This design comes from an exercise in tuning for small area, a short achievable clock period and few clock cycles per item on the open sky130 flow, not from production work.
The RTL was checked by simulation tests, not by an equivalence proof against the original design.
No driver is modelled on the clock port, so clocking that relies on it looks cheaper here than on a real chip.

### flow/run.sh
#!/bin/bash
# Standard layout, with the smallest buffer on every input and output port,
# and timing repair aimed at a setup slack margin well above zero.
set -euo pipefail
export BUFFER_PORTS_ARGS="-buffer_cell sky130_fd_sc_hd__buf_1"
export SETUP_SLACK_MARGIN=11
bash standard.sh > standard.log 2>&1
### standard.sh
#!/bin/bash
# synth_recipe.tcl (not shown) runs the flow's synth.tcl, then flattens the netlist and writes it again
# the make line also repeats each setting of config.mk as NAME=value (left out here)
make -C /OpenROAD-flow-scripts/flow DESIGN_CONFIG=/design/flow/config.mk WORK_HOME=/design/flow/orfs CLKGATE_MAP_FILE= SYNTH_SCRIPT=/design/flow/synth_recipe.tcl "${@:-finish}"
### config.mk
export PLATFORM = sky130hd
export DESIGN_NAME = stitch_blend
export DESIGN_NICKNAME = stitch_blend
export VERILOG_FILES = /design/flow/design.v
export SDC_FILE = /design/flow/constraint.sdc
export NUM_CORES = 4
export LEC_CHECK = 0
export CAP_MARGIN = 20
export CORE_MARGIN = 2
export CORE_UTILIZATION = 50
export SLEW_MARGIN = 20
export SYNTH_HIERARCHICAL = 1
export SYNTH_MINIMUM_KEEP_SIZE = 0
### constraint.sdc
create_clock -name core_clock -period 22.0 [get_ports {clk}]
set_input_delay 4.4000 -clock core_clock [delete_from_list [all_inputs] [get_ports {clk}]]
set_output_delay 4.4000 -clock core_clock [all_outputs]
set_load 0.01 [all_outputs]
### design.v
module stitch_blend (
    input  wire        clk,
    input  wire        rst,
    input  wire        in_valid,
    output wire        in_ready,
    input  wire        in_sol,       
    input  wire        in_apron,     
    input  wire [11:0] in_bg_y,
    input  wire [11:0] in_bg_cb,
    input  wire [11:0] in_bg_cr,
    input  wire [7:0]  in_vis,       
    input  wire [7:0]  in_cov,       
    input  wire [95:0] in_y,         
    input  wire [95:0] in_cb,
    input  wire [95:0] in_cr,
    input  wire [79:0] in_pa,        
    input  wire [79:0] in_ga,        
    output reg         out_valid,
    input  wire        out_ready,
    output reg         out_sol,
    output wire [9:0]  out_y,
    output wire [9:0]  out_c         
);
    reg  [7:0] opq;      
    reg  [7:0] live;     
    reg  [7:0] above;    
    integer l;
    always @(*) begin
        for (l = 0; l < 8; l = l + 1) begin
            opq[l]  = in_cov[l] && (in_vis[l] || (l == 7 && in_apron)) &&
                      (&in_pa[10*l +: 10]) && ((&in_ga[10*l +: 10]) || (l == 7 && in_apron));
            live[l] = in_cov[l] && (in_vis[l] || (l == 7 && in_apron)) &&
                      (|in_pa[10*l +: 10]) && ((|in_ga[10*l +: 10]) || (l == 7 && in_apron));
        end
        above[7] = 1'b0;
        for (l = 6; l >= 0; l = l - 1)
            above[l] = above[l+1] || opq[l+1];
    end
    wire [7:0] top  = opq & ~above;             
    wire [7:0] need = live & ~opq & ~above;     
    reg  [7:0] done;     
    reg        cont;     
    wire [7:0] rem  = need & ~done;
    reg  [7:0] sel;      
    reg  [7:0] lower;
    always @(*) begin
        lower[0] = 1'b0;
        for (l = 1; l < 8; l = l + 1)
            lower[l] = lower[l-1] || rem[l-1];
        sel = rem & ~lower;
    end
    wire [7:0] part = live & ~opq & ~done;
    reg  [7:0] upper;
    always @(*) begin
        upper[7] = 1'b0;
        for (l = 6; l >= 0; l = l - 1)
            upper[l] = upper[l+1] || part[l+1];
    end
    wire       more = |(part & ~above & upper);
    reg        b_valid, b_last, b_sol;
    reg [11:0] dst_y, dst_cb, dst_cr;
    reg [11:0] src_y, src_cb, src_cr;
    reg [9:0]  b_pa, b_ga;
    wire stall_b  = b_valid && b_last && out_valid && !out_ready;
    assign in_ready = !stall_b && !more;
    wire issue    = in_valid && !stall_b;
    wire        no_top = ~|top;
    wire [11:0] st_y, st_cb, st_cr;
    wire [11:0] m_y, m_cb, m_cr;
    wire [9:0]  m_pa, m_ga;
    wire [79:0] ga_eff = {in_apron ? 10'h3ff : in_ga[79:70], in_ga[69:0]};
    stitch_pick #(.N(9), .W(36)) u_pick_st (
        .s({no_top, top}),
        .d({in_bg_cr, in_bg_cb, in_bg_y,
            in_cr[95:84], in_cb[95:84], in_y[95:84], in_cr[83:72], in_cb[83:72], in_y[83:72],
            in_cr[71:60], in_cb[71:60], in_y[71:60], in_cr[59:48], in_cb[59:48], in_y[59:48],
            in_cr[47:36], in_cb[47:36], in_y[47:36], in_cr[35:24], in_cb[35:24], in_y[35:24],
            in_cr[23:12], in_cb[23:12], in_y[23:12], in_cr[11:0],  in_cb[11:0],  in_y[11:0]}),
        .y({st_cr, st_cb, st_y}));
    stitch_pick #(.N(8), .W(56)) u_pick_src (
        .s(sel),
        .d({ga_eff[79:70], in_pa[79:70], in_cr[95:84], in_cb[95:84], in_y[95:84],
            ga_eff[69:60], in_pa[69:60], in_cr[83:72], in_cb[83:72], in_y[83:72],
            ga_eff[59:50], in_pa[59:50], in_cr[71:60], in_cb[71:60], in_y[71:60],
            ga_eff[49:40], in_pa[49:40], in_cr[59:48], in_cb[59:48], in_y[59:48],
            ga_eff[39:30], in_pa[39:30], in_cr[47:36], in_cb[47:36], in_y[47:36],
            ga_eff[29:20], in_pa[29:20], in_cr[35:24], in_cb[35:24], in_y[35:24],
            ga_eff[19:10], in_pa[19:10], in_cr[23:12], in_cb[23:12], in_y[23:12],
            ga_eff[9:0],   in_pa[9:0],   in_cr[11:0],  in_cb[11:0],  in_y[11:0]}),
        .y({m_ga, m_pa, m_cr, m_cb, m_y}));
    wire [9:0]  b_a;
    stitch_alpha u_alpha (.pa(b_pa), .ga(b_ga), .a(b_a));
    wire [11:0] res_y, res_cb, res_cr;
    stitch_mix u_mix_y  (.src(src_y),  .dst(dst_y),  .a(b_a), .res(res_y));
    stitch_mix u_mix_cb (.src(src_cb), .dst(dst_cb), .a(b_a), .res(res_cb));
    stitch_mix u_mix_cr (.src(src_cr), .dst(dst_cr), .a(b_a), .res(res_cr));
    reg        odd;       
    reg [11:0] cr_hold;   
    reg [11:0] o_y, o_c;  
    wire       is_even = b_sol || !odd;
    wire       b_done  = b_valid && b_last && !stall_b;
    always @(posedge clk) begin
        if (issue) begin
            src_y  <= m_y;
            src_cb <= m_cb;
            src_cr <= m_cr;
            b_pa   <= m_pa;
            b_ga   <= m_ga;
            b_last <= !more;
            b_sol  <= in_sol;
        end
        if (issue && !cont) begin
            dst_y  <= st_y;
            dst_cb <= st_cb;
            dst_cr <= st_cr;
        end else if (b_valid && !b_last) begin
            dst_y  <= res_y;
            dst_cb <= res_cb;
            dst_cr <= res_cr;
        end
        if (b_done) begin
            out_sol <= b_sol;
            o_y     <= res_y;
            if (is_even) begin
                o_c     <= res_cb;
                cr_hold <= res_cr;
            end else begin
                o_c     <= cr_hold;
            end
        end
        if (rst) begin
            done      <= 8'd0;
            cont      <= 1'b0;
            b_valid   <= 1'b0;
            out_valid <= 1'b0;
            odd       <= 1'b0;
        end else begin
            if (issue) begin
                done <= more ? (done | sel) : 8'd0;
                cont <= more;
            end
            if (issue)
                b_valid <= 1'b1;
            else if (!stall_b)
                b_valid <= 1'b0;
            if (b_done) begin
                out_valid <= 1'b1;
                odd       <= is_even;
            end else if (out_ready) begin
                out_valid <= 1'b0;
            end
        end
    end
    function [9:0] to10;
        input [11:0] v;
        reg   [10:0] r;
        begin
            r = ({1'b0, v} + 13'd2) >> 2;
            if (r < 11'd4)         to10 = 10'd4;
            else if (r > 11'd1019) to10 = 10'd1019;
            else                   to10 = r[9:0];
        end
    endfunction
    assign out_y = to10(o_y);
    assign out_c = to10(o_c);
endmodule
module stitch_pick #(parameter N = 8, parameter W = 1) (
    input  wire [N-1:0]   s,
    input  wire [N*W-1:0] d,
    output reg  [W-1:0]   y
);
    integer i;
    always @(*) begin
        y = {W{1'b0}};
        for (i = 0; i < N; i = i + 1)
            y = y | (d[W*i +: W] & {W{s[i]}});
    end
endmodule
module stitch_mix (input [11:0] src, input [11:0] dst, input [9:0] a, output [11:0] res);
    wire [11:0] r0 = a[0] ? src : dst;
    wire [11:0] r1 = a[1] ? src : dst;
    wire [11:0] r2 = a[2] ? src : dst;
    wire [11:0] r3 = a[3] ? src : dst;
    wire [11:0] r4 = a[4] ? src : dst;
    wire [11:0] r5 = a[5] ? src : dst;
    wire [11:0] r6 = a[6] ? src : dst;
    wire [11:0] r7 = a[7] ? src : dst;
    wire [11:0] r8 = a[8] ? src : dst;
    wire [11:0] r9 = a[9] ? src : dst;
    wire [11:0] rx = a[9] ? src : dst;
    wire t_1 = r0[8] ^ r1[7];
    wire t_2 = r0[8] & r1[7];
    wire t_3, t_4;
    stitch_fa t_fa4 (.a(r0[9]), .b(r1[8]), .c(r2[7]), .s(t_3), .co(t_4));
    wire t_5, t_6;
    stitch_fa t_fa6 (.a(r3[6]), .b(r4[5]), .c(r5[4]), .s(t_5), .co(t_6));
    wire t_7, t_8;
    stitch_fa t_fa8 (.a(r0[10]), .b(r1[9]), .c(r2[8]), .s(t_7), .co(t_8));
    wire t_9, t_10;
    stitch_fa t_fa10 (.a(r3[7]), .b(r4[6]), .c(r5[5]), .s(t_9), .co(t_10));
    wire t_11, t_12;
    stitch_fa t_fa12 (.a(r0[11]), .b(r1[10]), .c(r2[9]), .s(t_11), .co(t_12));
    wire t_13, t_14;
    stitch_fa t_fa14 (.a(r3[8]), .b(r4[7]), .c(r5[6]), .s(t_13), .co(t_14));
    wire t_15, t_16;
    stitch_fa t_fa16 (.a(r1[11]), .b(r2[10]), .c(r3[9]), .s(t_15), .co(t_16));
    wire t_17 = r0[5] ^ r1[4];
    wire t_18 = r0[5] & r1[4];
    wire t_19, t_20;
    stitch_fa t_fa20 (.a(r0[6]), .b(r1[5]), .c(r2[4]), .s(t_19), .co(t_20));
    wire t_21 = r3[3] ^ r4[2];
    wire t_22 = r3[3] & r4[2];
    wire t_23, t_24;
    stitch_fa t_fa24 (.a(r0[7]), .b(r1[6]), .c(r2[5]), .s(t_23), .co(t_24));
    wire t_25, t_26;
    stitch_fa t_fa26 (.a(r3[4]), .b(r4[3]), .c(r5[2]), .s(t_25), .co(t_26));
    wire t_27 = r6[1] ^ r7[0];
    wire t_28 = r6[1] & r7[0];
    wire t_29, t_30;
    stitch_fa t_fa30 (.a(r2[6]), .b(r3[5]), .c(r4[4]), .s(t_29), .co(t_30));
    wire t_31, t_32;
    stitch_fa t_fa32 (.a(r5[3]), .b(r6[2]), .c(r7[1]), .s(t_31), .co(t_32));
    wire t_33, t_34;
    stitch_fa t_fa34 (.a(r8[0]), .b(rx[8]), .c(t_1), .s(t_33), .co(t_34));
    wire t_35, t_36;
    stitch_fa t_fa36 (.a(r6[3]), .b(r7[2]), .c(r8[1]), .s(t_35), .co(t_36));
    wire t_37, t_38;
    stitch_fa t_fa38 (.a(r9[0]), .b(rx[9]), .c(1'b1), .s(t_37), .co(t_38));
    wire t_39, t_40;
    stitch_fa t_fa40 (.a(t_2), .b(t_3), .c(t_5), .s(t_39), .co(t_40));
    wire t_41, t_42;
    stitch_fa t_fa42 (.a(r6[4]), .b(r7[3]), .c(r8[2]), .s(t_41), .co(t_42));
    wire t_43, t_44;
    stitch_fa t_fa44 (.a(r9[1]), .b(rx[10]), .c(t_4), .s(t_43), .co(t_44));
    wire t_45, t_46;
    stitch_fa t_fa46 (.a(t_6), .b(t_7), .c(t_9), .s(t_45), .co(t_46));
    wire t_47, t_48;
    stitch_fa t_fa48 (.a(r6[5]), .b(r7[4]), .c(r8[3]), .s(t_47), .co(t_48));
    wire t_49, t_50;
    stitch_fa t_fa50 (.a(r9[2]), .b(rx[11]), .c(t_8), .s(t_49), .co(t_50));
    wire t_51, t_52;
    stitch_fa t_fa52 (.a(t_10), .b(t_11), .c(t_13), .s(t_51), .co(t_52));
    wire t_53, t_54;
    stitch_fa t_fa54 (.a(r4[8]), .b(r5[7]), .c(r6[6]), .s(t_53), .co(t_54));
    wire t_55, t_56;
    stitch_fa t_fa56 (.a(r7[5]), .b(r8[4]), .c(r9[3]), .s(t_55), .co(t_56));
    wire t_57, t_58;
    stitch_fa t_fa58 (.a(t_12), .b(t_14), .c(t_15), .s(t_57), .co(t_58));
    wire t_59, t_60;
    stitch_fa t_fa60 (.a(r2[11]), .b(r3[10]), .c(r4[9]), .s(t_59), .co(t_60));
    wire t_61, t_62;
    stitch_fa t_fa62 (.a(r5[8]), .b(r6[7]), .c(r7[6]), .s(t_61), .co(t_62));
    wire t_63, t_64;
    stitch_fa t_fa64 (.a(r8[5]), .b(r9[4]), .c(t_16), .s(t_63), .co(t_64));
    wire t_65, t_66;
    stitch_fa t_fa66 (.a(r3[11]), .b(r4[10]), .c(r5[9]), .s(t_65), .co(t_66));
    wire t_67, t_68;
    stitch_fa t_fa68 (.a(r6[8]), .b(r7[7]), .c(r8[6]), .s(t_67), .co(t_68));
    wire t_69, t_70;
    stitch_fa t_fa70 (.a(r4[11]), .b(r5[10]), .c(r6[9]), .s(t_69), .co(t_70));
    wire t_71 = r0[3] ^ r1[2];
    wire t_72 = r0[3] & r1[2];
    wire t_73, t_74;
    stitch_fa t_fa74 (.a(r0[4]), .b(r1[3]), .c(r2[2]), .s(t_73), .co(t_74));
    wire t_75 = r3[1] ^ r4[0];
    wire t_76 = r3[1] & r4[0];
    wire t_77, t_78;
    stitch_fa t_fa78 (.a(r2[3]), .b(r3[2]), .c(r4[1]), .s(t_77), .co(t_78));
    wire t_79, t_80;
    stitch_fa t_fa80 (.a(r5[0]), .b(rx[5]), .c(t_17), .s(t_79), .co(t_80));
    wire t_81, t_82;
    stitch_fa t_fa82 (.a(r5[1]), .b(r6[0]), .c(rx[6]), .s(t_81), .co(t_82));
    wire t_83, t_84;
    stitch_fa t_fa84 (.a(t_18), .b(t_19), .c(t_21), .s(t_83), .co(t_84));
    wire t_85, t_86;
    stitch_fa t_fa86 (.a(rx[7]), .b(t_20), .c(t_22), .s(t_85), .co(t_86));
    wire t_87, t_88;
    stitch_fa t_fa88 (.a(t_23), .b(t_25), .c(t_27), .s(t_87), .co(t_88));
    wire t_89, t_90;
    stitch_fa t_fa90 (.a(t_24), .b(t_26), .c(t_28), .s(t_89), .co(t_90));
    wire t_91, t_92;
    stitch_fa t_fa92 (.a(t_29), .b(t_31), .c(t_33), .s(t_91), .co(t_92));
    wire t_93, t_94;
    stitch_fa t_fa94 (.a(t_30), .b(t_32), .c(t_34), .s(t_93), .co(t_94));
    wire t_95, t_96;
    stitch_fa t_fa96 (.a(t_35), .b(t_37), .c(t_39), .s(t_95), .co(t_96));
    wire t_97, t_98;
    stitch_fa t_fa98 (.a(t_36), .b(t_38), .c(t_40), .s(t_97), .co(t_98));
    wire t_99, t_100;
    stitch_fa t_fa100 (.a(t_41), .b(t_43), .c(t_45), .s(t_99), .co(t_100));
    wire t_101, t_102;
    stitch_fa t_fa102 (.a(t_42), .b(t_44), .c(t_46), .s(t_101), .co(t_102));
    wire t_103, t_104;
    stitch_fa t_fa104 (.a(t_47), .b(t_49), .c(t_51), .s(t_103), .co(t_104));
    wire t_105, t_106;
    stitch_fa t_fa106 (.a(t_48), .b(t_50), .c(t_52), .s(t_105), .co(t_106));
    wire t_107, t_108;
    stitch_fa t_fa108 (.a(t_53), .b(t_55), .c(t_57), .s(t_107), .co(t_108));
    wire t_109, t_110;
    stitch_fa t_fa110 (.a(t_54), .b(t_56), .c(t_58), .s(t_109), .co(t_110));
    wire t_111, t_112;
    stitch_fa t_fa112 (.a(t_59), .b(t_61), .c(t_63), .s(t_111), .co(t_112));
    wire t_113, t_114;
    stitch_fa t_fa114 (.a(r9[5]), .b(t_60), .c(t_62), .s(t_113), .co(t_114));
    wire t_115, t_116;
    stitch_fa t_fa116 (.a(t_64), .b(t_65), .c(t_67), .s(t_115), .co(t_116));
    wire t_117, t_118;
    stitch_fa t_fa118 (.a(r7[8]), .b(r8[7]), .c(r9[6]), .s(t_117), .co(t_118));
    wire t_119, t_120;
    stitch_fa t_fa120 (.a(t_66), .b(t_68), .c(t_69), .s(t_119), .co(t_120));
    wire t_121, t_122;
    stitch_fa t_fa122 (.a(r5[11]), .b(r6[10]), .c(r7[9]), .s(t_121), .co(t_122));
    wire t_123, t_124;
    stitch_fa t_fa124 (.a(r8[8]), .b(r9[7]), .c(t_70), .s(t_123), .co(t_124));
    wire t_125, t_126;
    stitch_fa t_fa126 (.a(r6[11]), .b(r7[10]), .c(r8[9]), .s(t_125), .co(t_126));
    wire t_127 = r0[2] ^ r1[1];
    wire t_128 = r0[2] & r1[1];
    wire t_129, t_130;
    stitch_fa t_fa130 (.a(r2[1]), .b(r3[0]), .c(rx[3]), .s(t_129), .co(t_130));
    wire t_131, t_132;
    stitch_fa t_fa132 (.a(rx[4]), .b(t_72), .c(t_73), .s(t_131), .co(t_132));
    wire t_133, t_134;
    stitch_fa t_fa134 (.a(t_74), .b(t_76), .c(t_77), .s(t_133), .co(t_134));
    wire t_135, t_136;
    stitch_fa t_fa136 (.a(t_78), .b(t_80), .c(t_81), .s(t_135), .co(t_136));
    wire t_137, t_138;
    stitch_fa t_fa138 (.a(t_82), .b(t_84), .c(t_85), .s(t_137), .co(t_138));
    wire t_139, t_140;
    stitch_fa t_fa140 (.a(t_86), .b(t_88), .c(t_89), .s(t_139), .co(t_140));
    wire t_141, t_142;
    stitch_fa t_fa142 (.a(t_90), .b(t_92), .c(t_93), .s(t_141), .co(t_142));
    wire t_143, t_144;
    stitch_fa t_fa144 (.a(t_94), .b(t_96), .c(t_97), .s(t_143), .co(t_144));
    wire t_145, t_146;
    stitch_fa t_fa146 (.a(t_98), .b(t_100), .c(t_101), .s(t_145), .co(t_146));
    wire t_147, t_148;
    stitch_fa t_fa148 (.a(t_102), .b(t_104), .c(t_105), .s(t_147), .co(t_148));
    wire t_149, t_150;
    stitch_fa t_fa150 (.a(t_106), .b(t_108), .c(t_109), .s(t_149), .co(t_150));
    wire t_151, t_152;
    stitch_fa t_fa152 (.a(t_110), .b(t_112), .c(t_113), .s(t_151), .co(t_152));
    wire t_153, t_154;
    stitch_fa t_fa154 (.a(t_114), .b(t_116), .c(t_117), .s(t_153), .co(t_154));
    wire t_155, t_156;
    stitch_fa t_fa156 (.a(t_118), .b(t_120), .c(t_121), .s(t_155), .co(t_156));
    wire t_157, t_158;
    stitch_fa t_fa158 (.a(r9[8]), .b(t_122), .c(t_124), .s(t_157), .co(t_158));
    wire t_159, t_160;
    stitch_fa t_fa160 (.a(r7[11]), .b(r8[10]), .c(r9[9]), .s(t_159), .co(t_160));
    wire t_161 = r0[1] ^ r1[0];
    wire t_162 = r0[1] & r1[0];
    wire t_163, t_164;
    stitch_fa t_fa164 (.a(r2[0]), .b(rx[2]), .c(t_127), .s(t_163), .co(t_164));
    wire t_165, t_166;
    stitch_fa t_fa166 (.a(t_71), .b(t_128), .c(t_129), .s(t_165), .co(t_166));
    wire t_167, t_168;
    stitch_fa t_fa168 (.a(t_75), .b(t_130), .c(t_131), .s(t_167), .co(t_168));
    wire t_169, t_170;
    stitch_fa t_fa170 (.a(t_79), .b(t_132), .c(t_133), .s(t_169), .co(t_170));
    wire t_171, t_172;
    stitch_fa t_fa172 (.a(t_83), .b(t_134), .c(t_135), .s(t_171), .co(t_172));
    wire t_173, t_174;
    stitch_fa t_fa174 (.a(t_87), .b(t_136), .c(t_137), .s(t_173), .co(t_174));
    wire t_175, t_176;
    stitch_fa t_fa176 (.a(t_91), .b(t_138), .c(t_139), .s(t_175), .co(t_176));
    wire t_177, t_178;
    stitch_fa t_fa178 (.a(t_95), .b(t_140), .c(t_141), .s(t_177), .co(t_178));
    wire t_179, t_180;
    stitch_fa t_fa180 (.a(t_99), .b(t_142), .c(t_143), .s(t_179), .co(t_180));
    wire t_181, t_182;
    stitch_fa t_fa182 (.a(t_103), .b(t_144), .c(t_145), .s(t_181), .co(t_182));
    wire t_183, t_184;
    stitch_fa t_fa184 (.a(t_107), .b(t_146), .c(t_147), .s(t_183), .co(t_184));
    wire t_185, t_186;
    stitch_fa t_fa186 (.a(t_111), .b(t_148), .c(t_149), .s(t_185), .co(t_186));
    wire t_187, t_188;
    stitch_fa t_fa188 (.a(t_115), .b(t_150), .c(t_151), .s(t_187), .co(t_188));
    wire t_189, t_190;
    stitch_fa t_fa190 (.a(t_119), .b(t_152), .c(t_153), .s(t_189), .co(t_190));
    wire t_191, t_192;
    stitch_fa t_fa192 (.a(t_123), .b(t_154), .c(t_155), .s(t_191), .co(t_192));
    wire t_193, t_194;
    stitch_fa t_fa194 (.a(t_125), .b(t_156), .c(t_157), .s(t_193), .co(t_194));
    wire t_195, t_196;
    stitch_fa t_fa196 (.a(t_126), .b(t_158), .c(t_159), .s(t_195), .co(t_196));
    wire t_197, t_198;
    stitch_fa t_fa198 (.a(r8[11]), .b(r9[10]), .c(t_160), .s(t_197), .co(t_198));
    wire [21:0] s0 = {1'b0, r9[11], t_196, t_194, t_192, t_190, t_188, t_186, t_184, t_182, t_180, t_178, t_176, t_174, t_172, t_170, t_168, t_166, t_164, t_162, rx[1], r0[0]};
    wire [21:0] s1 = {1'b0, t_198, t_197, t_195, t_193, t_191, t_189, t_187, t_185, t_183, t_181, t_179, t_177, t_175, t_173, t_171, t_169, t_167, t_165, t_163, t_161, rx[0]};
    wire [21:0] s = s0 + s1;
    assign res = s[21:10];
endmodule
module stitch_alpha (input [9:0] pa, input [9:0] ga, output [9:0] a);
    wire t_1 = (pa[8] & ga[0]) ^ (pa[7] & ga[1]);
    wire t_2 = (pa[8] & ga[0]) & (pa[7] & ga[1]);
    wire t_3, t_4;
    stitch_fa t_fa4 (.a((pa[9] & ga[0])), .b((pa[8] & ga[1])), .c((pa[7] & ga[2])), .s(t_3), .co(t_4));
    wire t_5, t_6;
    stitch_fa t_fa6 (.a((pa[6] & ga[3])), .b((pa[5] & ga[4])), .c((pa[4] & ga[5])), .s(t_5), .co(t_6));
    wire t_7, t_8;
    stitch_fa t_fa8 (.a((pa[9] & ga[1])), .b((pa[8] & ga[2])), .c((pa[7] & ga[3])), .s(t_7), .co(t_8));
    wire t_9 = (pa[5] & ga[0]) ^ (pa[4] & ga[1]);
    wire t_10 = (pa[5] & ga[0]) & (pa[4] & ga[1]);
    wire t_11, t_12;
    stitch_fa t_fa12 (.a((pa[6] & ga[0])), .b((pa[5] & ga[1])), .c((pa[4] & ga[2])), .s(t_11), .co(t_12));
    wire t_13 = (pa[3] & ga[3]) ^ (pa[2] & ga[4]);
    wire t_14 = (pa[3] & ga[3]) & (pa[2] & ga[4]);
    wire t_15, t_16;
    stitch_fa t_fa16 (.a((pa[7] & ga[0])), .b((pa[6] & ga[1])), .c((pa[5] & ga[2])), .s(t_15), .co(t_16));
    wire t_17, t_18;
    stitch_fa t_fa18 (.a((pa[4] & ga[3])), .b((pa[3] & ga[4])), .c((pa[2] & ga[5])), .s(t_17), .co(t_18));
    wire t_19 = (pa[1] & ga[6]) ^ (pa[0] & ga[7]);
    wire t_20 = (pa[1] & ga[6]) & (pa[0] & ga[7]);
    wire t_21, t_22;
    stitch_fa t_fa22 (.a((pa[6] & ga[2])), .b((pa[5] & ga[3])), .c((pa[4] & ga[4])), .s(t_21), .co(t_22));
    wire t_23, t_24;
    stitch_fa t_fa24 (.a((pa[3] & ga[5])), .b((pa[2] & ga[6])), .c((pa[1] & ga[7])), .s(t_23), .co(t_24));
    wire t_25, t_26;
    stitch_fa t_fa26 (.a((pa[0] & ga[8])), .b((pa[8] & ga[9])), .c(t_1), .s(t_25), .co(t_26));
    wire t_27, t_28;
    stitch_fa t_fa28 (.a((pa[3] & ga[6])), .b((pa[2] & ga[7])), .c((pa[1] & ga[8])), .s(t_27), .co(t_28));
    wire t_29, t_30;
    stitch_fa t_fa30 (.a((pa[0] & ga[9])), .b((pa[9] & ga[9])), .c(1'b1), .s(t_29), .co(t_30));
    wire t_31, t_32;
    stitch_fa t_fa32 (.a(t_2), .b(t_3), .c(t_5), .s(t_31), .co(t_32));
    wire t_33, t_34;
    stitch_fa t_fa34 (.a((pa[6] & ga[4])), .b((pa[5] & ga[5])), .c((pa[4] & ga[6])), .s(t_33), .co(t_34));
    wire t_35, t_36;
    stitch_fa t_fa36 (.a((pa[3] & ga[7])), .b((pa[2] & ga[8])), .c((pa[1] & ga[9])), .s(t_35), .co(t_36));
    wire t_37, t_38;
    stitch_fa t_fa38 (.a(t_4), .b(t_6), .c(t_7), .s(t_37), .co(t_38));
    wire t_39, t_40;
    stitch_fa t_fa40 (.a((pa[9] & ga[2])), .b((pa[8] & ga[3])), .c((pa[7] & ga[4])), .s(t_39), .co(t_40));
    wire t_41, t_42;
    stitch_fa t_fa42 (.a((pa[6] & ga[5])), .b((pa[5] & ga[6])), .c((pa[4] & ga[7])), .s(t_41), .co(t_42));
    wire t_43, t_44;
    stitch_fa t_fa44 (.a((pa[3] & ga[8])), .b((pa[2] & ga[9])), .c(t_8), .s(t_43), .co(t_44));
    wire t_45, t_46;
    stitch_fa t_fa46 (.a((pa[9] & ga[3])), .b((pa[8] & ga[4])), .c((pa[7] & ga[5])), .s(t_45), .co(t_46));
    wire t_47, t_48;
    stitch_fa t_fa48 (.a((pa[6] & ga[6])), .b((pa[5] & ga[7])), .c((pa[4] & ga[8])), .s(t_47), .co(t_48));
    wire t_49, t_50;
    stitch_fa t_fa50 (.a((pa[9] & ga[4])), .b((pa[8] & ga[5])), .c((pa[7] & ga[6])), .s(t_49), .co(t_50));
    wire t_51 = (pa[3] & ga[0]) ^ (pa[2] & ga[1]);
    wire t_52 = (pa[3] & ga[0]) & (pa[2] & ga[1]);
    wire t_53, t_54;
    stitch_fa t_fa54 (.a((pa[4] & ga[0])), .b((pa[3] & ga[1])), .c((pa[2] & ga[2])), .s(t_53), .co(t_54));
    wire t_55 = (pa[1] & ga[3]) ^ (pa[0] & ga[4]);
    wire t_56 = (pa[1] & ga[3]) & (pa[0] & ga[4]);
    wire t_57, t_58;
    stitch_fa t_fa58 (.a((pa[3] & ga[2])), .b((pa[2] & ga[3])), .c((pa[1] & ga[4])), .s(t_57), .co(t_58));
    wire t_59, t_60;
    stitch_fa t_fa60 (.a((pa[0] & ga[5])), .b((pa[5] & ga[9])), .c(t_9), .s(t_59), .co(t_60));
    wire t_61, t_62;
    stitch_fa t_fa62 (.a((pa[1] & ga[5])), .b((pa[0] & ga[6])), .c((pa[6] & ga[9])), .s(t_61), .co(t_62));
    wire t_63, t_64;
    stitch_fa t_fa64 (.a(t_10), .b(t_11), .c(t_13), .s(t_63), .co(t_64));
    wire t_65, t_66;
    stitch_fa t_fa66 (.a((pa[7] & ga[9])), .b(t_12), .c(t_14), .s(t_65), .co(t_66));
    wire t_67, t_68;
    stitch_fa t_fa68 (.a(t_15), .b(t_17), .c(t_19), .s(t_67), .co(t_68));
    wire t_69, t_70;
    stitch_fa t_fa70 (.a(t_16), .b(t_18), .c(t_20), .s(t_69), .co(t_70));
    wire t_71, t_72;
    stitch_fa t_fa72 (.a(t_21), .b(t_23), .c(t_25), .s(t_71), .co(t_72));
    wire t_73, t_74;
    stitch_fa t_fa74 (.a(t_22), .b(t_24), .c(t_26), .s(t_73), .co(t_74));
    wire t_75, t_76;
    stitch_fa t_fa76 (.a(t_27), .b(t_29), .c(t_31), .s(t_75), .co(t_76));
    wire t_77, t_78;
    stitch_fa t_fa78 (.a(t_28), .b(t_30), .c(t_32), .s(t_77), .co(t_78));
    wire t_79, t_80;
    stitch_fa t_fa80 (.a(t_33), .b(t_35), .c(t_37), .s(t_79), .co(t_80));
    wire t_81, t_82;
    stitch_fa t_fa82 (.a(t_34), .b(t_36), .c(t_38), .s(t_81), .co(t_82));
    wire t_83, t_84;
    stitch_fa t_fa84 (.a(t_39), .b(t_41), .c(t_43), .s(t_83), .co(t_84));
    wire t_85, t_86;
    stitch_fa t_fa86 (.a((pa[3] & ga[9])), .b(t_40), .c(t_42), .s(t_85), .co(t_86));
    wire t_87, t_88;
    stitch_fa t_fa88 (.a(t_44), .b(t_45), .c(t_47), .s(t_87), .co(t_88));
    wire t_89, t_90;
    stitch_fa t_fa90 (.a((pa[6] & ga[7])), .b((pa[5] & ga[8])), .c((pa[4] & ga[9])), .s(t_89), .co(t_90));
    wire t_91, t_92;
    stitch_fa t_fa92 (.a(t_46), .b(t_48), .c(t_49), .s(t_91), .co(t_92));
    wire t_93, t_94;
    stitch_fa t_fa94 (.a((pa[9] & ga[5])), .b((pa[8] & ga[6])), .c((pa[7] & ga[7])), .s(t_93), .co(t_94));
    wire t_95, t_96;
    stitch_fa t_fa96 (.a((pa[6] & ga[8])), .b((pa[5] & ga[9])), .c(t_50), .s(t_95), .co(t_96));
    wire t_97, t_98;
    stitch_fa t_fa98 (.a((pa[9] & ga[6])), .b((pa[8] & ga[7])), .c((pa[7] & ga[8])), .s(t_97), .co(t_98));
    wire t_99 = (pa[2] & ga[0]) ^ (pa[1] & ga[1]);
    wire t_100 = (pa[2] & ga[0]) & (pa[1] & ga[1]);
    wire t_101, t_102;
    stitch_fa t_fa102 (.a((pa[1] & ga[2])), .b((pa[0] & ga[3])), .c((pa[3] & ga[9])), .s(t_101), .co(t_102));
    wire t_103, t_104;
    stitch_fa t_fa104 (.a((pa[4] & ga[9])), .b(t_52), .c(t_53), .s(t_103), .co(t_104));
    wire t_105, t_106;
    stitch_fa t_fa106 (.a(t_54), .b(t_56), .c(t_57), .s(t_105), .co(t_106));
    wire t_107, t_108;
    stitch_fa t_fa108 (.a(t_58), .b(t_60), .c(t_61), .s(t_107), .co(t_108));
    wire t_109, t_110;
    stitch_fa t_fa110 (.a(t_62), .b(t_64), .c(t_65), .s(t_109), .co(t_110));
    wire t_111, t_112;
    stitch_fa t_fa112 (.a(t_66), .b(t_68), .c(t_69), .s(t_111), .co(t_112));
    wire t_113, t_114;
    stitch_fa t_fa114 (.a(t_70), .b(t_72), .c(t_73), .s(t_113), .co(t_114));
    wire t_115, t_116;
    stitch_fa t_fa116 (.a(t_74), .b(t_76), .c(t_77), .s(t_115), .co(t_116));
    wire t_117, t_118;
    stitch_fa t_fa118 (.a(t_78), .b(t_80), .c(t_81), .s(t_117), .co(t_118));
    wire t_119, t_120;
    stitch_fa t_fa120 (.a(t_82), .b(t_84), .c(t_85), .s(t_119), .co(t_120));
    wire t_121, t_122;
    stitch_fa t_fa122 (.a(t_86), .b(t_88), .c(t_89), .s(t_121), .co(t_122));
    wire t_123, t_124;
    stitch_fa t_fa124 (.a(t_90), .b(t_92), .c(t_93), .s(t_123), .co(t_124));
    wire t_125, t_126;
    stitch_fa t_fa126 (.a((pa[6] & ga[9])), .b(t_94), .c(t_96), .s(t_125), .co(t_126));
    wire t_127, t_128;
    stitch_fa t_fa128 (.a((pa[9] & ga[7])), .b((pa[8] & ga[8])), .c((pa[7] & ga[9])), .s(t_127), .co(t_128));
    wire t_129 = (pa[1] & ga[0]) ^ (pa[0] & ga[1]);
    wire t_130 = (pa[1] & ga[0]) & (pa[0] & ga[1]);
    wire t_131, t_132;
    stitch_fa t_fa132 (.a((pa[0] & ga[2])), .b((pa[2] & ga[9])), .c(t_99), .s(t_131), .co(t_132));
    wire t_133, t_134;
    stitch_fa t_fa134 (.a(t_51), .b(t_100), .c(t_101), .s(t_133), .co(t_134));
    wire t_135, t_136;
    stitch_fa t_fa136 (.a(t_55), .b(t_102), .c(t_103), .s(t_135), .co(t_136));
    wire t_137, t_138;
    stitch_fa t_fa138 (.a(t_59), .b(t_104), .c(t_105), .s(t_137), .co(t_138));
    wire t_139, t_140;
    stitch_fa t_fa140 (.a(t_63), .b(t_106), .c(t_107), .s(t_139), .co(t_140));
    wire t_141, t_142;
    stitch_fa t_fa142 (.a(t_67), .b(t_108), .c(t_109), .s(t_141), .co(t_142));
    wire t_143, t_144;
    stitch_fa t_fa144 (.a(t_71), .b(t_110), .c(t_111), .s(t_143), .co(t_144));
    wire t_145, t_146;
    stitch_fa t_fa146 (.a(t_75), .b(t_112), .c(t_113), .s(t_145), .co(t_146));
    wire t_147, t_148;
    stitch_fa t_fa148 (.a(t_79), .b(t_114), .c(t_115), .s(t_147), .co(t_148));
    wire t_149, t_150;
    stitch_fa t_fa150 (.a(t_83), .b(t_116), .c(t_117), .s(t_149), .co(t_150));
    wire t_151, t_152;
    stitch_fa t_fa152 (.a(t_87), .b(t_118), .c(t_119), .s(t_151), .co(t_152));
    wire t_153, t_154;
    stitch_fa t_fa154 (.a(t_91), .b(t_120), .c(t_121), .s(t_153), .co(t_154));
    wire t_155, t_156;
    stitch_fa t_fa156 (.a(t_95), .b(t_122), .c(t_123), .s(t_155), .co(t_156));
    wire t_157, t_158;
    stitch_fa t_fa158 (.a(t_97), .b(t_124), .c(t_125), .s(t_157), .co(t_158));
    wire t_159, t_160;
    stitch_fa t_fa160 (.a(t_98), .b(t_126), .c(t_127), .s(t_159), .co(t_160));
    wire t_161, t_162;
    stitch_fa t_fa162 (.a((pa[9] & ga[8])), .b((pa[8] & ga[9])), .c(t_128), .s(t_161), .co(t_162));
    wire [19:0] s0 = {1'b0, (pa[9] & ga[9]), t_160, t_158, t_156, t_154, t_152, t_150, t_148, t_146, t_144, t_142, t_140, t_138, t_136, t_134, t_132, t_130, (pa[1] & ga[9]), (pa[0] & ga[0])};
    wire [19:0] s1 = {1'b0, t_162, t_161, t_159, t_157, t_155, t_153, t_151, t_149, t_147, t_145, t_143, t_141, t_139, t_137, t_135, t_133, t_131, t_129, (pa[0] & ga[9])};
    wire [19:0] s = s0 + s1;
    assign a = s[19:10];
endmodule
module stitch_fa (input a, input b, input c, output s, output co);
    assign s  = a ^ b ^ c;
    assign co = (a & b) | (a & c) | (b & c);
endmodule
==> flow_metrics.env, run 1 <==
export IMPL_cts_num_sinks=140
export IMPL_synth_seq_cells=140
export IMPL_design_die_area_sq_mm=0.0553
export IMPL_syn_area_sq_mm=0.0267
export IMPL_insertion_delay_ns=0.49
export IMPL_drcViolationCount=0
export IMPL_grt_start_max_net_pins=57
export IMPL_rsz0062_at_grt="true"
export IMPL_drt_iter0_markers=2958
export IMPL_hp_class="reg2reg"
export IMPL_max_slew_margin_rel_pct=33.1
export IMPL_num_vias=25013
export IMPL_reg2reg_depth=28
export IMPL_core_area_sq_mm=0.0527
export IMPL_wl_per_cell_microns=31.0
export IMPL_start_util_pct=50.7
export IMPL_fin_nets=3833
export IMPL_grt_usage_pct=39.5
export IMPL_dp_cells=3532
export IMPL_place_congestion=1.01
export IMPL_synth_fp_nets=3417
export IMPL_arrival_ns=6.65
export IMPL_min_to="out_sol"
export IMPL_yosys_area_share_simple_pct=12.6
export IMPL_synthTopCellsByArea="fa_1 26%, mux2_2 17%, edfxtp_1 14%"
export IMPL_grt_pass1_wl_microns=165000
export IMPL_synth_edf_count=128
export IMPL_drtPass1Iterations=6
export IMPL_synthMuxAreaShare_pct=17.2
export IMPL_start_kind="input pin"
export IMPL_path_max_fanout=3
export IMPL_setup_viol=0
export IMPL_dieWidth_microns=235
export IMPL_cts_root_buffer="clkbuf_16"
export IMPL_numPortBuffers=528
export IMPL_ys_seq_area_share_pct=15.3
export IMPL_place_hpwl_microns=84300
export IMPL_critPathKind="in2out"
export IMPL_synth_adder_area_share_pct=31.2
export IMPL_slowest_stage="nor4_4"
export IMPL_cts_buffers=17
export IMPL_r2r_setup_slack_ns=11.44
export IMPL_worstReg2RegStart="b_ga[1]"
export IMPL_hold_viol=0
export IMPL_fmaxAchievable_mhz=90.5
export IMPL_cts_tree="yes"
export IMPL_synth_xor_area_share_pct=1.15
export IMPL_grt_antenna_before_repair=7
export IMPL_cts_buffer_depth=2
export IMPL_grt_remaining_overflow=0
export IMPL_cts_htree_levels=4
export IMPL_syn_to_final_growth_pct=11.5
export IMPL_synth_top_area_share_pct=25.9
export IMPL_tightestPinTransition_ns=1.00
export IMPL_synth_top_family_by_area="adder cells"
export IMPL_syn_avg_cell_area_sq_um=10.9
export IMPL_fin_skew_ns=0.0156
export IMPL_final_cells=3578
export IMPL_synth_warnings=9
export IMPL_timing_hold_ws_ns=0.490
export IMPL_n_fill_cell=4634
export IMPL_postSynthCellCount=2453
export IMPL_crit_chain="buf_1 -> nand4_1 -> nor4_4 -> o21ai_4 -> bufinv_16 -> a2bb2oi_2 -> a32oi_1 -> o21ai_2 -> o2111a_2 -> nor2b_1 -> buf_2"
export IMPL_synth_compound_area_share_pct=18.1
export IMPL_clk_pin_slew_ns=0.08
export IMPL_detail_route_antenna_nets=0
export IMPL_ys_flop_type="edfxtp_1"
export IMPL_worstHoldStart="b_sol"
export IMPL_num_rows=84
export IMPL_final_max_slew_viol_count=0
export IMPL_io_pins=529
export IMPL_min_period_over_period_pct=50.2
export IMPL_period_needed_ns=11.05
export IMPL_grt_pass1_vias=26170
export IMPL_synth_top_area_cell="fa_1"
export IMPL_setup_tns_ns=0
export IMPL_fp_dieH_microns=235
export IMPL_routed_wl_microns=111000
export IMPL_outcome="no timing/DRC/antenna violations"
export IMPL_ys_types=86
export IMPL_critPathCaptureType="output port"
export IMPL_rr_endpoint="o_c[9]"
export IMPL_async_flop_share_pct=0
export IMPL_drive_gt1_share_pct=21.0
export IMPL_detail_route_vias_per_cell=6.99
export IMPL_cpPeakStageDelay_ns=0.54
export IMPL_maxCapViolCount=0
export IMPL_min_delay_path_depth=0
export IMPL_cp_required_ns=17.60
-- sequential cells by signal, summed over array words and instances, names as in the netlist, 8 cells and up --
| signal | flops |
|---|---|
| dst_cb | 12 |
| done | 8 |
| o_c | 11 |
| cr_hold | 11 |
| src_cb | 12 |
| o_y | 11 |
| src_cr | 12 |
| b_ga | 10 |
| src_y | 12 |
| dst_y | 12 |
| dst_cr | 12 |
| b_pa | 10 |
-- cell families after synthesis --
group,count (synthesis)
AO/OA/AOI/OAI,600
XOR/XNOR,35
adder cells (fa/ha/maj),459
buffers and inverters,200
flip-flops,140
multiplexers,409
other,4
AND/OR/NAND/NOR,606
-- timing repair --
action                                  CTS  global route
endpoints found under the setup margin    1             4
buffers inserted                          3             1
resized for setup                        24             4
gates cloned                              2             0
hold buffers                              0             0
pin swaps                                 2             3
-- Yosys cell counts (13+ instances only) --
cell / n
mux2_2: 405
fa_1: 346
a22oi_1: 261
edfxtp_1: 128
nand4_1: 116
ha_1: 112
and2_1: 107
nor2_1: 84
nand2_1: 78
nand3_1: 77
a21oi_1: 64
buf_1: 52
nor4_1: 42
buf_6: 40
a22o_1: 39
a222oi_1: 36
buf_2: 34
clkbuf_1: 31
o21ai_0: 30
a221oi_2: 29
inv_1: 29
xnor2_1: 27
nor3_1: 24
nor2b_1: 15
a21o_1: 13
a221oi_1: 13
-- worst max path at each step --
stage	from	to	slack, ns	depth (start not counted)
after floorplan	in_ga[55]	in_ready	11.58	8
after global placement	in_apron	in_ready	9.34	11
after detailed placement	in_apron	in_ready	9.30	11
after CTS	in_pa[76]	in_ready	11.01	11
after global routing	in_pa[71]	in_ready	10.91	11
final	in_pa[70]	in_ready	10.95	11
-- per-module statistics from Yosys (local to each module, per instance), a selection --
module        cell area (sq um)  flops+latches
stitch_blend               6830            140
stitch_mix                 2370              0
stitch_alpha               1480              0
stitch_fa                  20.0              0
-- layer usage --
layer	vias up	GRT usage, %	part of all wire (%)
met5	-	0	0.013
met3	355	9.03	8.9
met1	12577	49.0	38
met2	1649	62.5	46
met4	2	24.5	6.6
li1	10430	-	-
-- per-stage QoR --
step	cell area [sq um]	setup slack, ns	util (%)
final	29800	10.95	56.6
after CTS	29700	11.01	56.5
after floorplan	26700	11.58	-
after detailed placement	29000	9.30	55.0
after global placement	29000	9.34	55.0
after global routing	29800	10.91	56.5
-- final cells by class --
cell class	count	area, sq um	share of cell area (%)
inverters	29	135	0.454
repair inverters	2	17.5	0.0588
diodes	8	20.0	0.0672
multi-input cells	2113	21800	73.1
repair buffers	566	2280	7.66
clock inverters	15	186	0.626
well taps	688	861	2.89
flip-flops and latches	140	4080	13.7
clock buffers	17	425	1.43
-- cells in the final DEF, fill, tap and decap left out, drive strengths merged, types with 88 or more instances in the layout --
cell,synthesis,final
buf,134,565
mux2,405,405
fa,346,346
a22oi,262,262
edfxtp,128,128
nand4,117,117
ha,112,112
and2,107,107
nor2,88,88
-- critical path, delay by kind of cell --
kind,cells,cell delay [ns]
simple gates,3,0.89
compound gates,5,0.85
buf+inv,3,0.50
Testbench counts, summed over its fixed seeds: cycles 22,632, pixels 19,200.
==> inputs of run 2 (changes only) <==
--- a/config.mk
+++ b/config.mk
@@ -7,7 +7,10 @@
 export LEC_CHECK = 0
 export CAP_MARGIN = 20
 export CORE_MARGIN = 2
-export CORE_UTILIZATION = 50
+export CORE_UTILIZATION = 40
+export CTS_BUF_LIST = sky130_fd_sc_hd__clkbuf_8
+export CTS_CLUSTER_DIAMETER = 80
+export CTS_CLUSTER_SIZE = 40
 export SLEW_MARGIN = 20
 export SYNTH_HIERARCHICAL = 1
 export SYNTH_MINIMUM_KEEP_SIZE = 0
==> run 2 against run 1 <==
Effect of this change: flip-flop and latch count did not move; global-route usage is 7.5 points lower; cell area about the same; maximum frequency up 0.33%; largest cell class unchanged; still clean; utilization decreased by 11 points.
==> flow_metrics.env, run 2 <==
export IMPL_core_area_sq_mm=0.0659
export IMPL_syn_avg_cell_area_sq_um=10.9
export IMPL_place_ws_ns=10.07
export IMPL_grt_antenna_before_repair=8
export IMPL_ys_seq_area_share_pct=15.3
export IMPL_synth_compound_area_share_pct=18.1
export IMPL_cts_tree="yes"
export IMPL_synthTopCellsByArea="fa_1 26%, mux2_2 17%, edfxtp_1 14%"
export IMPL_synthMuxAreaShare_pct=17.2
export IMPL_r2r_setup_slack_ns=11.61
export IMPL_place_congestion=0.984
export IMPL_outcome="no timing/DRC/antenna violations"
export IMPL_cts_buffer_depth=2
export IMPL_insertion_delay_ns=0.60
export IMPL_worstHoldStart="b_sol"
export IMPL_drt_iter0_markers=2564
export IMPL_route_met2_wl_microns=54100
export IMPL_syn_to_final_growth_pct=11.6
export IMPL_fin_ws_ns=10.99
export IMPL_yosysMostFrequentCell="mux2_2"
export IMPL_grt_pass1_wl_microns=167000
export IMPL_worstReg2RegStart="b_ga[1]"
export IMPL_final_area_sq_mm=0.0298
export IMPL_cts_buffers=17
export IMPL_cp_required_ns=17.60
export IMPL_dr_wl_met3_microns=8830
export IMPL_cpMostUsedCell="nand2_1"
export IMPL_synth_common_cells="405 x mux2_2, 346 x fa_1, 261 x a22oi_1"
export IMPL_synth_xor_area_share_pct=1.15
export IMPL_place_hpwl_microns=87600
export IMPL_yosys_area_share_simple_pct=12.6
export IMPL_critPathCaptureType="output port"
export IMPL_postSynthCellCount=2453
export IMPL_arrival_ns=6.61
export IMPL_clk_pin_slew_ns=0.09
export IMPL_grt_pass1_vias=26238
export IMPL_synth_top_area_cell="fa_1"
export IMPL_ys_types=86
export IMPL_crit_chain="buf_1 -> nand4_1 -> nor4_1 -> nand2_1 -> nand4_2 -> nor4_4 -> nand2_1 -> o2111a_2 -> nor2b_4 -> buf_6"
export IMPL_synth_top_family_by_area="adder cells"
export IMPL_reg2reg_depth=28
export IMPL_layout_common_cells="524 x buf_1, 405 x mux2_2, 346 x fa_1"
export IMPL_design_die_area_sq_mm=0.0688
export IMPL_async_flop_share_pct=0
export IMPL_fin_nets=3835
export IMPL_synth_top_area_share_pct=25.9
export IMPL_synth_seq_cells=140
export IMPL_start_util_pct=40.5
export IMPL_synth_edf_count=128
export IMPL_fp_dieH_microns=262
export IMPL_ys_flop_type="edfxtp_1"
export IMPL_fin_util_pct=45.3
export IMPL_critPathKind="in2out"
export IMPL_period_needed_ns=11.01
export IMPL_max_slew_margin_rel_pct=22.8
export IMPL_grt_start_max_net_pins=65
export IMPL_placed_area_sq_mm=0.0292
export IMPL_routed_wl_microns=113000
export IMPL_fmaxAchievable_mhz=90.8
export IMPL_synth_warnings=9
export IMPL_synth_fp_nets=3417
export IMPL_grt_usage_pct=32.0
export IMPL_min_period_over_period_pct=50.1
export IMPL_cts_num_sinks=140
export IMPL_num_vias=24688
export IMPL_grt_remaining_overflow=0
export IMPL_final_max_slew_viol_count=0
export IMPL_syn_area_sq_mm=0.0267
export IMPL_dieWidth_microns=262
export IMPL_hold_viol=0
export IMPL_drcViolationCount=0
export IMPL_setup_viol=0
export IMPL_io_pins=529
export IMPL_drive_gt1_share_pct=21.0
export IMPL_detail_route_vias_per_cell=6.58
export IMPL_fin_skew_ns=0.0289
export IMPL_synth_adder_area_share_pct=31.2
export IMPL_maxUsedRoutingLayer="met5"
export IMPL_cp_startpoint="in_ga[59]"
export IMPL_hp_class="reg2reg"
export IMPL_setup_tns_ns=0
export IMPL_rsz0062_at_grt="true"
export IMPL_cts_root_buffer="clkbuf_8"
export IMPL_detail_route_antenna_nets=0
export IMPL_tightestPinTransition_ns=1.16
export IMPL_slowest_stage="nor4_1"
export IMPL_start_kind="input pin"
export IMPL_wl_met1_microns=44400
export IMPL_cpPeakStageDelay_ns=0.36
export IMPL_numPortBuffers=528
export IMPL_crit_end="in_ready"
export IMPL_n_fill_cell=6364
export IMPL_drtPass1Iterations=13
export IMPL_num_rows=94
export IMPL_path_max_fanout=8
export IMPL_ctsHoldBuffers=0
export IMPL_final_common_cell="buf_1"
export IMPL_wl_per_cell_microns=30.2
export IMPL_maxCapViolCount=0
export IMPL_cts_htree_levels=4
export IMPL_rr_endpoint="dst_y[9]"
[run 2: cell types whose count changed in the layout (fill, tap and decap cells not counted), sizes merged]
cell,delta
buf,+3
bufinv,-1
clkbuf,-1
clkinvlp,+3
diode,-5
bufbuf,+2
clkinv,-4
[run 2: per-layer routing]
| layer | GRT usage [%] | up-vias |
|---|---|---|
| li1 | - | 10424 |
| met2 | 53.2 | 1446 |
| met3 | 6.85 | 327 |
| met1 | 39.4 | 12485 |
| met4 | 15.9 | 6 |
| met5 | 0 | - |
[run 2: cells by family (layout without fill, tap and decap cells)]
family / count (synthesis) / after routing
AO/OA/AOI/OAI: 600 / 600
other: 4 / 7
AND/OR/NAND/NOR: 606 / 606
adder cells (fa/ha/maj): 459 / 459
XOR/XNOR: 35 / 35
multiplexers: 409 / 409
buffers and inverters: 200 / 631
flip-flops: 140 / 140
[run 2: worst min path at each step]
stage               to  slack [ns]  depth (start not counted)
6_report       out_sol        0.47                          0
4_1_cts        out_sol        0.47                          0
3_3_place_gp   out_sol        0.45                          0
5_1_grt        out_sol        0.50                          0
2_1_floorplan  out_sol        0.43                          0
3_5_place_dp   out_sol        0.44                          0
[run 2: worst max-delay path, delay by kind of cell]
kind | cells | cell delay, ns
AND/OR/NAND/NOR | 7 | 1.64
buffers and inverters | 2 | 0.34
AO/OA/AOI/OAI | 1 | 0.24
[run 2: metrics by stage]
stage / hold slack (ns) / instances
global route: 0.504 / 3751
detailed placement: 0.442 / 3709
CTS: 0.475 / 3748
global placement: 0.447 / 3709
floorplan: 0.427 / 2453
finish: 0.472 / 3751
[run 2: area by class of cell]
| class | instances | area [sq um] | area share, % |
|---|---|---|---|
| sequential | 140 | 4080 | 13.7 |
| clock inverter | 15 | 128 | 0.428 |
| tap | 864 | 1080 | 3.63 |
| inverter | 29 | 111 | 0.374 |
| clock buffer | 17 | 234 | 0.785 |
| multi-input combinational | 2113 | 21800 | 73.0 |
| antenna | 3 | 7.51 | 0.0252 |
| timing repair buffer | 570 | 2390 | 8.03 |
[run 2: Yosys stat by module (local to each module, per instance), excerpt]
module	copies in the design	area [sq um]
stitch_alpha	1	1480
stitch_blend	1	6830
stitch_fa	346	20.0
stitch_mix	3	2370
[run 2: repair_timing]
action / in CTS / in global routing
endpoints found under the hold margin: 0 / 0
endpoints found under the setup margin: 1 / 1
buffers inserted: 5 / 0
gates resized for setup: 33 / 1
gates cloned: 2 / 0
pin swaps: 9 / 1
==> inputs of run 3 (changes only) <==
--- a/config.mk
+++ b/config.mk
@@ -9,8 +9,6 @@
 export CORE_MARGIN = 2
 export CORE_UTILIZATION = 40
 export CTS_BUF_LIST = sky130_fd_sc_hd__clkbuf_8
-export CTS_CLUSTER_DIAMETER = 80
-export CTS_CLUSTER_SIZE = 40
 export SLEW_MARGIN = 20
 export SYNTH_HIERARCHICAL = 1
 export SYNTH_MINIMUM_KEEP_SIZE = 0
==> run 3 against run 2 <==
Effect of this change: still clean on timing, DRC and antenna; maximum frequency did not move; register-to-register slack barely moved; synthesized cell count did not move; critical path type unchanged.
==> flow_metrics.env, run 3 <==
export IMPL_design_die_area_sq_mm=0.0688
export IMPL_detail_route_vias_per_cell=6.58
export IMPL_grt_pass1_vias=26238
export IMPL_cts_buffer_depth=2
export IMPL_timing_hold_ws_ns=0.472
export IMPL_final_max_slew_viol_count=0
export IMPL_ys_types=86
export IMPL_drive_gt1_share_pct=21.0
export IMPL_fin_nets=3835
export IMPL_grt_antenna_before_repair=8
export IMPL_num_rows=94
export IMPL_tightestPinTransition_ns=1.16
export IMPL_synth_common_cells="405 x mux2_2, 346 x fa_1, 261 x a22oi_1"
export IMPL_yosysMostFrequentCell="mux2_2"
export IMPL_cts_num_sinks=140
export IMPL_io_pins=529
export IMPL_routed_wl_microns=113000
export IMPL_start_util_pct=40.5
export IMPL_synthTopCellsByArea="fa_1 26%, mux2_2 17%, edfxtp_1 14%"
export IMPL_syn_to_final_growth_pct=11.6
export IMPL_synth_xor_area_share_pct=1.15
export IMPL_numPortBuffers=528
export IMPL_critPathKind="in2out"
export IMPL_dieWidth_microns=262
export IMPL_outcome="no timing/DRC/antenna violations"
export IMPL_setup_tns_ns=0
export IMPL_detail_route_antenna_nets=0
export IMPL_final_common_cell="buf_1"
export IMPL_start_kind="input pin"
export IMPL_arrival_ns=6.61
export IMPL_grt_usage_pct=32.0
export IMPL_async_flop_share_pct=0
export IMPL_yosys_area_share_simple_pct=12.6
export IMPL_fin_util_pct=45.3
export IMPL_ctsHoldBuffers=0
export IMPL_min_period_over_period_pct=50.1
export IMPL_synth_compound_area_share_pct=18.1
export IMPL_fin_skew_ns=0.0289
export IMPL_place_hpwl_microns=87600
export IMPL_fmaxAchievable_mhz=90.8
export IMPL_num_vias=24688
export IMPL_layout_common_cells="524 x buf_1, 405 x mux2_2, 346 x fa_1"
export IMPL_place_congestion=0.984
export IMPL_synth_adder_area_share_pct=31.2
export IMPL_cts_root_buffer="clkbuf_8"
export IMPL_core_area_sq_mm=0.0659
export IMPL_fin_ws_ns=10.99
export IMPL_setup_viol=0
export IMPL_period_needed_ns=11.01
export IMPL_cp_required_ns=17.60
export IMPL_clk_pin_slew_ns=0.09
export IMPL_rsz0062_at_grt="true"
export IMPL_grt_remaining_overflow=0
export IMPL_synth_top_area_share_pct=25.9
export IMPL_postSynthCellCount=2453
export IMPL_place_ws_ns=10.07
export IMPL_insertion_delay_ns=0.60
export IMPL_syn_area_sq_mm=0.0267
export IMPL_ys_seq_area_share_pct=15.3
export IMPL_synthMuxAreaShare_pct=17.2
export IMPL_synth_top_family_by_area="adder cells"
export IMPL_syn_avg_cell_area_sq_um=10.9
export IMPL_n_fill_cell=6364
export IMPL_cts_buffers=17
export IMPL_drtPass1Iterations=13
export IMPL_wl_per_cell_microns=30.2
export IMPL_synth_edf_count=128
export IMPL_cts_tree="yes"
export IMPL_ys_flop_type="edfxtp_1"
export IMPL_drt_iter0_markers=2564
export IMPL_maxCapViolCount=0
export IMPL_path_max_fanout=8
export IMPL_synth_seq_cells=140
export IMPL_drcViolationCount=0
export IMPL_max_slew_margin_rel_pct=22.8
export IMPL_hp_class="reg2reg"
export IMPL_cts_htree_levels=4
export IMPL_hold_viol=0
export IMPL_grt_start_max_net_pins=65
export IMPL_grt_pass1_wl_microns=167000
export IMPL_fp_dieH_microns=262
export IMPL_synth_fp_nets=3417
export IMPL_synth_warnings=9
export IMPL_synth_top_area_cell="fa_1"
export IMPL_critPathCaptureType="output port"
-- run 3: cell counts after synthesis --
No cell type changed its count.
-- run 3: per-module statistics from Yosys, one instance, submodules excluded, excerpt --
module	copies in the design	cells	flops+latches	cell area, sq um
stitch_fa	346	1	0	20.0
stitch_blend	1	564	140	6830
stitch_alpha	1	216	0	1480
stitch_mix	3	261	0	2370
-- run 3: metal layers --
layer	vias up	track usage [%]	wire length [microns]
met1	12485	39.4	44400
met2	1446	53.2	54100
li1	10424	-	-
met5	-	0	42
met4	6	15.9	5980
met3	327	6.85	8830
-- run 3: worst paths after layout --
path	start	end	slack, ns	cells past startpoint
max	in_ga[59]	in_ready	10.99	10
min	b_sol	out_sol	0.47	0
max reg2reg	b_ga[1]	dst_y[9]	11.61	28
min reg2reg	b_sol	out_sol	0.47	0
-- run 3: per-stage QoR --
step | cells | area (sq um)
6_report | 3751 | 29800
5_1_grt | 3751 | 29800
4_1_cts | 3748 | 29800
3_5_place_dp | 3709 | 29200
3_3_place_gp | 3709 | 29200
2_1_floorplan | 2453 | 26700
-- run 3: critical path, cell delays in order --
cell	delay, ns
buf_1	0.22
nand4_1	0.24
nor4_1	0.36
nand2_1	0.29
nand4_2	0.35
nor4_4	0.10
nand2_1	0.09
o2111a_2	0.24
nor2b_4	0.21
buf_6	0.12
-- run 3: timing repair --
action | CTS | global route
gates cloned | 2 | 0
setup endpoints to repair | 1 | 1
gates resized for setup | 33 | 1
pin swaps | 9 | 1
endpoints found under the hold margin | 0 | 0
setup buffers | 5 | 0
-- run 3: layout make-up --
type                       count  area [sq um]  share of cell area [%]
timing repair buffer         570          2390                    8.03
clock buffer                  17           234                   0.785
antenna                        3          7.51                  0.0252
clock inverter                15           128                   0.428
sequential                   140          4080                    13.7
multi-input combinational   2113         21800                    73.0
inverter                      29           111                   0.374
tap                          864          1080                    3.63
-- run 3: cells by family after synthesis --
| logic type | after synthesis |
|---|---|
| AOI/OAI and AO/OA | 600 |
| xor gates and xnor gates | 35 |
| adders and majority gates | 459 |
| buffers and inverters | 200 |
| DFF | 140 |
| muxes | 409 |
| other | 4 |
| and+or+nand+nor | 606 |
==> inputs of run 4 (changes only) <==
==> flow/run.sh (replaced) <==
#!/bin/bash
# Standard layout, with the smallest buffer on every input and output port,
# timing repair aimed at a setup slack margin well above zero, and a
# recovery pass after clock tree synthesis that sizes down cells off the
# critical paths.
set -euo pipefail
export BUFFER_PORTS_ARGS="-buffer_cell sky130_fd_sc_hd__buf_1"
export SETUP_SLACK_MARGIN=11
export POST_CTS_TCL="$PWD/flow/recover.tcl"
bash standard.sh > standard.log 2>&1
==> flow/recover.tcl (new file) <==
# After clock tree synthesis: size down cells whose paths have slack to spare
# (power/area recovery), then legalize the placement again.
log_cmd estimate_parasitics -placement
log_cmd repair_timing -recover_power 100 -setup_margin 11 -verbose
log_cmd detailed_placement
check_placement -verbose
==> run 4 against run 3 <==
Effect of this change: global-route usage barely moved; wire length grew 0.26%; first-iteration DRC count grew 3.5%; critical path depth grew 2; maximum frequency is 0.19% lower; register-to-register slack got worse by 0.20 ns.
==> flow_metrics.env, run 4 <==
export IMPL_detail_route_antenna_nets=0
export IMPL_postSynthCellCount=2453
export IMPL_drcViolationCount=0
export IMPL_grt_start_max_net_pins=65
export IMPL_setup_tns_ns=0
export IMPL_place_hpwl_microns=87600
export IMPL_outcome="no timing/DRC/antenna violations"
export IMPL_fin_skew_ns=0.0281
export IMPL_ys_flop_type="edfxtp_1"
export IMPL_worstHoldStart="b_sol"
export IMPL_layout_common_cells="520 x buf_1, 404 x mux2_2, 346 x fa_1"
export IMPL_start_kind="input pin"
export IMPL_place_congestion=0.984
export IMPL_period_needed_ns=11.04
export IMPL_synth_seq_cells=140
export IMPL_ff_latch_area_sq_mm=0.00408
export IMPL_synth_fp_nets=3417
export IMPL_critPathCaptureType="output port"
export IMPL_synth_common_cells="405 x mux2_2, 346 x fa_1, 261 x a22oi_1"
export IMPL_syn_area_sq_mm=0.0267
export IMPL_n_fill_cell=6360
export IMPL_fin_nets=3848
export IMPL_io_pins=529
export IMPL_dieWidth_microns=262
export IMPL_synth_xor_area_share_pct=1.15
export IMPL_wl_per_cell_microns=30.2
export IMPL_synth_edf_count=128
export IMPL_cts_num_sinks=140
export IMPL_critPathKind="in2out"
export IMPL_routed_wl_microns=114000
export IMPL_grt_pass1_vias=26263
export IMPL_synth_warnings=9
export IMPL_setup_viol=0
export IMPL_yosys_area_share_simple_pct=12.6
export IMPL_crit_chain="buf_1 -> nand4_1 -> nor4_1 -> nand2_2 -> nand4_1 -> buf_4 -> buf_4 -> nor2_1 -> o21ai_2 -> o2111a_2 -> nor2b_4 -> buf_6"
export IMPL_num_rows=94
export IMPL_synthMuxAreaShare_pct=17.2
export IMPL_hold_viol=0
export IMPL_synthTopCellsByArea="fa_1 26%, mux2_2 17%, edfxtp_1 14%"
export IMPL_grt_pass1_wl_microns=166000
export IMPL_final_cells=3766
export IMPL_detail_route_vias_per_cell=6.59
export IMPL_path_max_fanout=6
export IMPL_hp_class="reg2reg"
export IMPL_rr_endpoint="dst_cb[2]"
export IMPL_cpPeakStageDelay_ns=0.42
export IMPL_maxCapViolCount=0
export IMPL_syn_to_final_growth_pct=12.3
export IMPL_drtPass1Iterations=7
export IMPL_ys_seq_area_share_pct=15.3
export IMPL_insertion_delay_ns=0.59
export IMPL_start_util_pct=40.5
export IMPL_dp_cells=3709
export IMPL_fp_dieH_microns=262
export IMPL_worstReg2RegStart="b_ga[1]"
export IMPL_synth_adder_area_share_pct=31.2
export IMPL_reg2reg_depth=27
export IMPL_min_to="out_sol"
export IMPL_synth_top_family_by_area="adder cells"
export IMPL_cp_required_ns=17.60
export IMPL_final_common_cell="buf_1"
export IMPL_cts_tree="yes"
export IMPL_min_delay_path_depth=0
export IMPL_r2r_setup_slack_ns=11.41
export IMPL_clk_pin_slew_ns=0.09
export IMPL_grt_remaining_overflow=0
export IMPL_path_buf_inv=4
export IMPL_design_die_area_sq_mm=0.0688
export IMPL_timing_hold_ws_ns=0.474
export IMPL_min_period_over_period_pct=50.2
export IMPL_syn_avg_cell_area_sq_um=10.9
export IMPL_grt_usage_pct=32.0
export IMPL_synth_top_area_cell="fa_1"
export IMPL_multiInputGateArea_sq_mm=0.0217
export IMPL_rsz0062_at_grt="true"
export IMPL_async_flop_share_pct=0
export IMPL_yosysMostFrequentCell="mux2_2"
export IMPL_ys_types=86
export IMPL_drt_iter0_markers=2654
export IMPL_num_vias=24825
export IMPL_synth_top_area_share_pct=25.9
export IMPL_grt_antenna_before_repair=9
export IMPL_cp_top_family="simple AND/OR/NAND/NOR gates"
export IMPL_slowest_stage="nor4_1"
export IMPL_arrival_ns=6.63
export IMPL_drive_gt1_share_pct=21.3
export IMPL_fmaxAchievable_mhz=90.6
export IMPL_numPortBuffers=528
export IMPL_cp_startpoint="in_ga[59]"
export IMPL_max_slew_margin_rel_pct=14.2
export IMPL_synth_compound_area_share_pct=18.1
export IMPL_final_max_slew_viol_count=0
export IMPL_core_area_sq_mm=0.0659
export IMPL_tightestPinTransition_ns=1.29
-- run 4: per-module statistics from Yosys, one instance, submodules excluded, excerpt --
module | cells | times used
stitch_alpha | 216 | 1
stitch_mix | 261 | 3
stitch_fa | 1 | 346
stitch_blend | 564 | 1
-- run 4: worst max-delay path by stage --
stage	endpoint	cells after the start
detailed placement	in_ready	12
finish	in_ready	12
global route	in_ready	12
global placement	in_ready	12
floorplan	in_ready	8
-- run 4: logic make-up (layout without fill, tap and decap cells) --
| kind of cell | after synthesis | count (layout) |
|---|---|---|
| simple gates | 606 | 606 |
| compound gates | 600 | 600 |
| fa+ha+maj | 459 | 459 |
| mux | 409 | 409 |
| buf+inv | 200 | 644 |
| flops | 140 | 140 |
| xor+xnor | 35 | 35 |
| other cells | 4 | 9 |
-- run 4: area by class of cell --
| type | instances | area share [%] |
|---|---|---|
| clock buffers | 17 | 0.781 |
| diodes | 5 | 0.0417 |
| clock inverters | 15 | 0.426 |
| multi-input cells | 2113 | 72.6 |
| well taps | 864 | 3.61 |
| repair buffers | 583 | 8.59 |
| inverters | 29 | 0.372 |
| flip-flops and latches | 140 | 13.6 |
-- run 4: layer usage --
metal | global-route usage (%) | wire length [microns]
met3 | 6.71 | 9130
met2 | 53.3 | 54000
met5 | 0.347 | 42
met1 | 39.4 | 44300
met4 | 15.8 | 6190
-- run 4: stage by stage --
stage / worst slack (ns) / utilization (%) / area (sq um)
after global routing: 10.91 / 45.5 / 30000
after detailed placement: 10.07 / 44.3 / 29200
after global placement: 10.14 / 44.3 / 29200
after floorplan: 11.58 / - / 26700
final: 10.97 / 45.5 / 30000

## port drivers added, routing unchanged
Ports are ideal in the flow. The routed layouts listed here were re-timed in OpenROAD.
Step 1 assumes that a clkbuf_16 drives the clock port and a buf_2 every other input.
Step 2 adds t to the input delays and takes it off the output delays; t is the mean of the earliest and latest rising clock arrival at the registers after step 1. Input paths then give back, and output paths get back, about the clock's delay inside the block.
Three values: ideal, step 1, step 2; two values: the first two.
run | shift t [ns] | setup WS [ns] | worst hold slack (ns) | slew at the worst register clock pin (ns) | pins driven straight from the clock port
run 1 | 0.542 | 10.950 / 10.914 / 10.914 | 0.490 / 0.490 / 0.490 | 0.08 / 0.08 | 1
run 2 | 0.639 | 10.986 / 10.930 / 10.930 | 0.472 / 0.472 / 0.472 | 0.11 / 0.11 | 1
run 3 | 0.639 | 10.986 / 10.930 / 10.930 | 0.472 / 0.472 / 0.472 | 0.11 / 0.11 | 1
run 4 | 0.637 | 10.965 / 10.916 / 10.916 | 0.474 / 0.474 / 0.474 | 0.11 / 0.11 | 1
After both steps every run listed still meets setup and hold.
